What follows belongs to an exercise in optimizing a design on an open flow for small area, a short achievable clock period and few clock cycles per item; a production flow would make more cautious choices. RTL that was checked went through simulation tests only; none was proved equivalent to the original. No activity file was given, so power comes from the tool's default toggle rates.

== main ==
==> flow/design.v <==
module glade_div (
    input  wire        clk,
    input  wire        rst,
    input  wire        start,
    input  wire [1:0]  op,
    input  wire [63:0] a,
    input  wire [63:0] b,
    output wire        ready,
    output wire        done,
    output wire [63:0] result
);
    reg st_s1, st_s2, st_run, st_move, st_fix1, st_fix2, st_done;
    reg rdy;
    reg [63:0] rem;        
    reg [67:0] opd;        
    reg        cin;        
    reg [63:0] bq;         
    reg [4:0]  cnt;        
    reg [6:0]  nla;        
    reg [6:0]  nlb;        
    reg        want_rem;   
    reg        sa;         
    reg        sb;         
    function [6:0] nlz64(input [63:0] x);
        reg [15:0] v4;
        reg [31:0] c4;
        reg [7:0]  v8;
        reg [23:0] c8;
        reg [3:0]  v16;
        reg [15:0] c16;
        reg [1:0]  v32;
        reg [9:0]  c32;
        reg [3:0]  n;
        integer i;
        begin
            for (i = 0; i < 16; i = i + 1) begin
                n = x[4*i +: 4];
                v4[i] = |n;
                c4[2*i +: 2] = n[3] ? 2'd0 : n[2] ? 2'd1 : n[1] ? 2'd2 : 2'd3;
            end
            for (i = 0; i < 8; i = i + 1) begin
                v8[i] = v4[2*i+1] | v4[2*i];
                c8[3*i +: 3] = v4[2*i+1] ? {1'b0, c4[2*(2*i+1) +: 2]} : {1'b1, c4[2*(2*i) +: 2]};
            end
            for (i = 0; i < 4; i = i + 1) begin
                v16[i] = v8[2*i+1] | v8[2*i];
                c16[4*i +: 4] = v8[2*i+1] ? {1'b0, c8[3*(2*i+1) +: 3]} : {1'b1, c8[3*(2*i) +: 3]};
            end
            for (i = 0; i < 2; i = i + 1) begin
                v32[i] = v16[2*i+1] | v16[2*i];
                c32[5*i +: 5] = v16[2*i+1] ? {1'b0, c16[4*(2*i+1) +: 4]} : {1'b1, c16[4*(2*i) +: 4]};
            end
            if (v32[1])      nlz64 = {2'b00, c32[9:5]};
            else if (v32[0]) nlz64 = {2'b01, c32[4:0]};
            else             nlz64 = 7'd64;
        end
    endfunction
    wire [67:0] rx   = {4'b0000, rem};
    wire [67:0] opd2 = {opd[66:0], cin};
    wire [67:0] sum  = rx + opd + {67'd0, cin};
    wire [67:0] sum2 = rx + opd2 + {67'd0, cin};
    wire [67:0] cs_s = rx ^ opd ^ opd2;
    wire [67:0] cs_c = (rx & opd) | (rx & opd2) | (opd & opd2);
    wire [67:0] sum3 = cs_s + {cs_c[66:0], cin} + {67'd0, cin};
    wire        fit1 = ~sum[67];
    wire        fit2 = ~sum2[67];
    wire        fit3 = ~sum3[67];
    wire [63:0] rnext = fit3 ? sum3[63:0] : fit2 ? sum2[63:0] : sum[63:0];
    wire        a_neg = op[0] & a[63];
    wire        b_neg = op[0] & b[63];
    wire [63:0] ax    = a ^ {64{a_neg}};         
    wire [63:0] bx    = b ^ {64{b_neg}};         
    wire [5:0]  nlb6   = nlb[6] ? 6'd63 : nlb[5:0];
    wire [7:0]  s8     = {2'b00, nlb6} + {7'd0, sa} - {1'b0, nla};
    wire        b_zero = ~|bq;
    wire        skip   = s8[7] | b_zero;
    wire [63:0] skipval = want_rem ? (opd[63:0] ^ {64{sa}}) : {64{b_zero}};
    wire [63:0] shin  = st_fix1 ? (want_rem ? rem : bq) : bq;
    wire [67:0] bext  = {{4{sb & ~st_fix1}}, shin};
    wire [5:0]  shamt = {cnt, 1'b0} & {6{~st_fix1}};
    wire        inv   = st_fix1 | ~sb;
    wire [67:0] bsh   = (bext << shamt) ^ {68{inv}};
    wire        neg   = want_rem ? sa : (sa ^ sb);
    wire        last  = (cnt == 5'd0);
    wire        busy  = st_s1 | st_s2 | st_run | st_move | st_fix1 | st_fix2;
    wire        fin   = (st_s1 & skip) | (st_run & last & want_rem & ~neg) |
                        st_move | st_fix2;
    wire        take_sum = (st_run & fit1) | (st_s1 & ~skip) | st_fix2;
    wire [63:0] rem_alt  = (~busy | st_fix1) ? 64'd0 :
                           st_s1   ? skipval :
                           st_move ? bq : rem;
    assign ready  = rdy;
    assign done   = st_done;
    assign result = rem;
    always @(posedge clk) begin
        if (rst) begin
            st_s1   <= 1'b0;
            st_s2   <= 1'b0;
            st_run  <= 1'b0;
            st_move <= 1'b0;
            st_fix1 <= 1'b0;
            st_fix2 <= 1'b0;
            st_done <= 1'b0;
            rdy     <= 1'b1;
        end else begin
            st_s1   <= rdy & start;
            st_s2   <= st_s1 & ~skip;
            st_run  <= st_s2 | (st_run & ~last);
            st_move <= st_run & last & ~want_rem & ~neg;
            st_fix1 <= st_run & last & neg;
            st_fix2 <= st_fix1;
            st_done <= fin;
            rdy     <= fin | (rdy & ~start);
        end
    end
    always @(posedge clk) begin
        rem <= take_sum ? (st_run ? rnext : sum[63:0]) : rem_alt;
        if (~busy) begin
            opd      <= {4'b0000, ax};
            cin      <= a_neg;
            bq       <= b;
            nla      <= nlz64(ax);
            nlb      <= nlz64(bx);
            want_rem <= op[1];
            sa       <= a_neg;
            sb       <= b_neg;
        end
        if (st_s1) begin
            cnt <= s8[5:1];
        end
        if (st_s2) begin
            opd <= bsh;
            cin <= ~sb;
            bq  <= 64'd0;
        end
        if (st_run) begin
            bq  <= {bq[61:0], fit2, fit1 & (fit3 | ~fit2)};
            opd <= {2'b11, opd[67:2]};
            cnt <= cnt - 5'd1;
        end
        if (st_fix1) begin
            opd <= bsh;
            cin <= 1'b1;
        end
    end
endmodule
==> flow/config.mk <==
export PLATFORM = sky130hd
export DESIGN_NAME = glade_div
export DESIGN_NICKNAME = glade_div
export VERILOG_FILES = /design/flow/design.v
export SDC_FILE = /design/flow/constraint.sdc
export NUM_CORES = 4
export LEC_CHECK = 0
export CAP_MARGIN = 20
export CORE_MARGIN = 2
export CORE_UTILIZATION = 40
export PLACE_DENSITY = 0.6
export SLEW_MARGIN = 20
==> flow/constraint.sdc <==
create_clock -name core_clock -period 5.0 [get_ports {clk}]
set_input_delay 1.0000 -clock core_clock [delete_from_list [all_inputs] [get_ports {clk}]]
set_output_delay 1.0000 -clock core_clock [all_outputs]
set_load 0.01 [all_outputs]
run.sh (not shown) runs the stock make flow with config.mk's settings and CLKGATE_MAP_FILE= SYNTH_SCRIPT=/design/flow/synth_recipe.tcl, a recipe that flattens the netlist after the stock synthesis.
main did not stop at any stage, and its layout met the timing, DRC and antenna checks.
Testbench counts of main, summed over its fixed seeds: cycles 27,688, items 2,400.
--- input diff main..the feature branch ---
--- a/flow/design.v
+++ b/flow/design.v
@@ -13,8 +13,8 @@
     reg rdy;
     reg [63:0] rem;        
-    reg [67:0] opd;        
+    reg [65:0] opd;        
     reg        cin;        
     reg [63:0] bq;         
-    reg [4:0]  cnt;        
+    reg [5:0]  cnt;        
     reg [6:0]  nla;        
     reg [6:0]  nlb;        
@@ -56,15 +56,6 @@
         end
     endfunction
-    wire [67:0] rx   = {4'b0000, rem};
-    wire [67:0] opd2 = {opd[66:0], cin};
-    wire [67:0] sum  = rx + opd + {67'd0, cin};
-    wire [67:0] sum2 = rx + opd2 + {67'd0, cin};
-    wire [67:0] cs_s = rx ^ opd ^ opd2;
-    wire [67:0] cs_c = (rx & opd) | (rx & opd2) | (opd & opd2);
-    wire [67:0] sum3 = cs_s + {cs_c[66:0], cin} + {67'd0, cin};
-    wire        fit1 = ~sum[67];
-    wire        fit2 = ~sum2[67];
-    wire        fit3 = ~sum3[67];
-    wire [63:0] rnext = fit3 ? sum3[63:0] : fit2 ? sum2[63:0] : sum[63:0];
+    wire [65:0] sum = {2'b00, rem} + opd + {65'd0, cin};
+    wire        fit = ~sum[65];
     wire        a_neg = op[0] & a[63];
     wire        b_neg = op[0] & b[63];
@@ -77,14 +68,14 @@
     wire [63:0] skipval = want_rem ? (opd[63:0] ^ {64{sa}}) : {64{b_zero}};
     wire [63:0] shin  = st_fix1 ? (want_rem ? rem : bq) : bq;
-    wire [67:0] bext  = {{4{sb & ~st_fix1}}, shin};
-    wire [5:0]  shamt = {cnt, 1'b0} & {6{~st_fix1}};
+    wire [65:0] bext  = {{2{sb & ~st_fix1}}, shin};
+    wire [5:0]  shamt = cnt & {6{~st_fix1}};
     wire        inv   = st_fix1 | ~sb;
-    wire [67:0] bsh   = (bext << shamt) ^ {68{inv}};
+    wire [65:0] bsh   = (bext << shamt) ^ {66{inv}};
     wire        neg   = want_rem ? sa : (sa ^ sb);
-    wire        last  = (cnt == 5'd0);
+    wire        last  = (cnt == 6'd0);
     wire        busy  = st_s1 | st_s2 | st_run | st_move | st_fix1 | st_fix2;
     wire        fin   = (st_s1 & skip) | (st_run & last & want_rem & ~neg) |
                         st_move | st_fix2;
-    wire        take_sum = (st_run & fit1) | (st_s1 & ~skip) | st_fix2;
+    wire        take_sum = (st_run & fit) | (st_s1 & ~skip) | st_fix2;
     wire [63:0] rem_alt  = (~busy | st_fix1) ? 64'd0 :
                            st_s1   ? skipval :
@@ -115,7 +106,7 @@
     end
     always @(posedge clk) begin
-        rem <= take_sum ? (st_run ? rnext : sum[63:0]) : rem_alt;
+        rem <= take_sum ? sum[63:0] : rem_alt;
         if (~busy) begin
-            opd      <= {4'b0000, ax};
+            opd      <= {2'b00, ax};
             cin      <= a_neg;
             bq       <= b;
@@ -127,5 +118,5 @@
         end
         if (st_s1) begin
-            cnt <= s8[5:1];
+            cnt <= s8[5:0];
         end
         if (st_s2) begin
@@ -135,7 +126,7 @@
         end
         if (st_run) begin
-            bq  <= {bq[61:0], fit2, fit1 & (fit3 | ~fit2)};
-            opd <= {2'b11, opd[67:2]};
-            cnt <= cnt - 5'd1;
+            bq  <= {bq[62:0], fit};
+            opd <= {1'b1, opd[65:1]};
+            cnt <= cnt - 6'd1;
         end
         if (st_fix1) begin
Findings:
- When the feature branch is set beside main, its number of flops mapped to enable cells by yosys turns out to be 0.46% smaller.
- Compared with main, the feature branch shows fraction of area in registers higher by 5.6 points.
- In the feature branch the largest vdd supply drop turned out 3.9% higher than in main.
- Changes observed in the feature branch relative to main: design area decreased 10000 um2, count of plain and timing-repair buffers went down by 39%, total power saw a decrease, total global-route track usage down 0.86 points.
- From main to the feature branch the numbers moved as follows: via count normalized by instance count increased by about 0.47% relative to the old numbers, final clock period utilization by the worst path decreased by 3.6 points relative to the old numbers, area after synthesis decreased by 8500 um2 relative to the old numbers.
- Taking main as the reference, in the feature branch hold slack now sits higher, flip-flop and latch count now sits lower, maximum net fanout on the critical path now sits lower, wire length now sits lower.
For the feature branch, only the layout was checked, not whether the RTL still works.

==> static timing again, ports no longer ideal <==
The results above use ideal ports. As a check the final layouts listed here were re-extracted and re-timed, cells and wires unchanged.
Step 1: set_driving_cell puts a clkbuf_16 on clk and a buf_2 on each other input, an assumption about the parent block.
Step 2 adds t to the input delays and takes it off the output delays; t is the mean of the earliest and latest rising clock arrival at the registers after step 1. Input paths then give back, and output paths get back, about the clock's delay inside the block.
Three values: no drivers, after step 1, after step 2; two values: the first two.
run	shift t [ns]	slack for setup (ns)	worst setup path at the end	cell pins on the clock port's net
main	0.671	0.059 / 0.059 / 0.059	register to register	1
the feature branch	0.673	0.241 / 0.241 / 0.241	register to register	1
After both steps setup and hold are still met in every run listed.
